Context: an optimization exercise on an open-source flow, tuned for small area, a short achievable clock period and few clock cycles per item. The choices shown serve that exercise and are no tape-out recipe. The RTL was checked by simulation tests, not by an equivalence proof against the original design.

== job 101 ==
==> flow/design.v (excerpt) <==
module kw_unwrap (
    input  wire         clk,
    input  wire         rst,       
    input  wire         start,     
    input  wire [127:0] kek,       
    input  wire [191:0] wrapped,   
    output wire         busy,
    output wire         done,      
    output wire         ok,        
    output wire [127:0] key        
);
For scale: ~6600 cells after synthesis, ~460 flip-flops, ~450 I/O pins, roughly 0.055 mm² of cells after synthesis.
Settings: LEC_CHECK=0, CAP_MARGIN=20, CORE_MARGIN=2, CORE_UTILIZATION=25, PLACE_DENSITY=0.75, SETUP_SLACK_MARGIN=1.65, SLEW_MARGIN=20, SYNTH_HIERARCHICAL=1; clock period 8.0 ns.
standard.sh (not shown) runs the stock make flow with config.mk's settings and CLKGATE_MAP_FILE= SYNTH_SCRIPT=/design/flow/synth_recipe.tcl, a recipe that flattens the netlist after the stock synthesis.
==> flow/flow/run.sh <==
#!/bin/bash
# The standard layout (the standard.sh: ORFS synthesis to finish), with
# these changes in how it is made:
#  - the port buffers that global placement inserts on every input and
#    output are the smallest buffer (buf_1) instead of clkdlybuf4s50_1;
#  - clock tree synthesis inserts no dummy loads;
#  - after floorplanning, the flip-flops of the round state (st) get a
#    stronger drive (same cell type, dfxtp_1 -> dfxtp_4): they drive the
#    InvMixColumns network at the start of the critical loop.
# ORFS writes each step's full log under orfs/logs/; make's output goes to
# flow_*.log and the resizing step's to upsize.log, all in this folder.
set -euo pipefail
export BUFFER_PORTS_ARGS="-buffer_cell sky130_fd_sc_hd__buf_1"
export CTS_ARGS="-sink_clustering_enable -repair_clock_nets -dont_use_dummy_load"
bash standard.sh floorplan > flow_floorplan.log 2>&1
odb=orfs/results/$FLOW_PLATFORM/kw_unwrap/base/2_floorplan.odb
ODB=$odb openroad -no_init -exit flow/upsize.tcl > upsize.log 2>&1
bash standard.sh finish > flow_finish.log 2>&1
==> flow/flow/upsize.tcl <==
# Give the state flip-flops st[*] the 4x drive version of their cell.
read_db $::env(ODB)
set db [ord::get_db]
set block [[$db getChip] getBlock]
set n 0
foreach inst [$block getInsts] {
  set name [$inst getName]
  set m [[$inst getMaster] getName]
  if {[string first "st\\\[" $name] == 0 && $m eq "sky130_fd_sc_hd__dfxtp_1"} {
    $inst swapMaster [$db findMaster sky130_fd_sc_hd__dfxtp_4]
    incr n
  }
}
puts "resized $n flip-flops"
write_db $::env(ODB)
Testbench counts of job 101, summed over its fixed seeds: cycles 67,072, items 512.
Input-level comparison between job 102 and job 101:
Settings: a deleted PLACE_DENSITY that had been 0.75; a change of CORE_UTILIZATION from 25 to 22; a change of SETUP_SLACK_MARGIN from 1.65 to 1.5.
Results
[compare] base=job 101 new=job 102: count of inserted tapcells saw an increase, final area shows a reduction of 610 µm², met3 usage in global routing -0.93 points. Compared with job 101, job 102 shows a lower growth of design area from synthesis to finish. Job 101 reports its highest-delay cell along the critical path as sky130_fd_sc_hd__xor2_1 while job 102 reports sky130_fd_sc_hd__dfxtp_4.

---

## job 4735
Another version of the RTL of kw_unwrap (not shown whole).
Size in the first run: ~460 flip-flops, about 450 I/O pins, about 55000 um2 of cells after synthesis.
clock: 8.0 ns
lec_check: 0
cap_margin: 20
core_margin: 2
core_utilization: 25
setup_slack_margin: 1.25
slew_margin: 20
synth_hierarchical: 1
==> flow/flow/run.sh <==
#!/bin/bash
# The standard layout (the standard.sh: ORFS synthesis to finish), with
# two changes in how it is made:
#  - the port buffers that global placement inserts on every input and
#    output are the smallest buffer (buf_1) instead of clkdlybuf4s50_1;
#  - clock tree synthesis inserts no dummy loads.
# ORFS writes each step's full log under orfs/logs/; make's own output goes
# to flow.log here.
set -euo pipefail
export BUFFER_PORTS_ARGS="-buffer_cell sky130_fd_sc_hd__buf_1"
export CTS_ARGS="-sink_clustering_enable -repair_clock_nets -dont_use_dummy_load"
bash standard.sh finish > flow.log 2>&1
Job 4735 went all the way through synthesis, placement and routing and the layout is clean on timing, DRC and antenna.
Testbench counts of job 4735, summed over its fixed seeds: cycles 67,072, items 512.
Here is what was changed in the inputs of job 1962 compared with job 4735.
# job 4735
export LEC_CHECK = 0
export CAP_MARGIN = 20
export CORE_MARGIN = 2
export CORE_UTILIZATION = 25
export SETUP_SLACK_MARGIN = 1.25
export SLEW_MARGIN = 20
export SYNTH_HIERARCHICAL = 1
create_clock -name core_clock -period 8.0 [get_ports {clk}]
# job 1962
export LEC_CHECK = 0
export CAP_MARGIN = 20
export CORE_MARGIN = 2
export CORE_UTILIZATION = 25
export SETUP_SLACK_MARGIN = 2.0
export SLEW_MARGIN = 20
export SYNTH_HIERARCHICAL = 1
create_clock -name core_clock -period 8.0 [get_ports {clk}]
--- outcome ---
- First-pass GRT wire length is lower on job 4735
- Job 1962 gives more last weighted congestion value of the routability-driven placer than job 4735 did.
- On overall routed net length: between job 4735 and job 1962, it ends up higher for job 1962.
- Final standard cell utilization of the core, job 4735 and job 1962: larger value in job 1962
- Clock sink total came out exactly the same in job 4735 and job 1962.
diff inputs: job 1962 => job 3562
# job 1962
export LEC_CHECK = 0
export CAP_MARGIN = 20
export CORE_MARGIN = 2
export CORE_UTILIZATION = 25
export SETUP_SLACK_MARGIN = 2.0
export SLEW_MARGIN = 20
export SYNTH_HIERARCHICAL = 1
create_clock -name core_clock -period 8.0 [get_ports {clk}]
# job 3562
export LEC_CHECK = 0
export CAP_MARGIN = 20
export CORE_MARGIN = 2
export CORE_UTILIZATION = 25
export SETUP_SLACK_MARGIN = 0.2
export SLEW_MARGIN = 20
export SYNTH_HIERARCHICAL = 1
create_clock -name core_clock -period 8.0 [get_ports {clk}]
### Flow results
Job 3562 completed end to end with timing, DRC and antenna clean.
The higher portion of the layout cell area used by non-clock buffers came out of job 1962.
Going from job 1962 to job 3562, time the final worst path needs with I/O delays and setup moved up; depth of the critical timing path with buffers and inverters included decreased 3; final clock skew lost 0.047 ns; placed wire-length estimate barely changed.
Diff job 1962 -> job 3562 | layout filler cell count | increase of 15%
Job 1962 → job 3562: wire length -about 12%; worst setup slack -1.23 ns.
Job 3562: design area is about 30% lower than what job 1962 reported.

## afterwards: timing with drivers on the ports
The results above use ideal ports. As a check the final layouts listed here were re-extracted and re-timed, cells and wires unchanged.
Step 1, drivers: a clkbuf_16 drives clk and a buf_2 each remaining input, both assumed.
Step 2, shift: input delay + t, output delay - t, t = (earliest + latest rising clock arrival at the registers) / 2. This alone moves slack from input paths to output paths.
Slacks: ideal / step 1 / step 2; pairs: ideal / step 1.
run	t, ns	setup slack, ns	worst hold slack (ns)
job 101	0.752	1.501 / 1.501 / 1.501	0.525 / 0.525 / 0.525
job 102	0.759	1.623 / 1.623 / 1.623	0.496 / 0.496 / 0.496
job 4735	0.748	1.391 / 1.391 / 1.391	0.561 / 0.561 / 0.561
job 1962	0.748	1.678 / 1.678 / 1.678	0.563 / 0.563 / 0.563
job 3562	0.728	0.451 / 0.451 / 0.451	0.582 / 0.582 / 0.582
After both steps setup and hold are still met in every run listed.
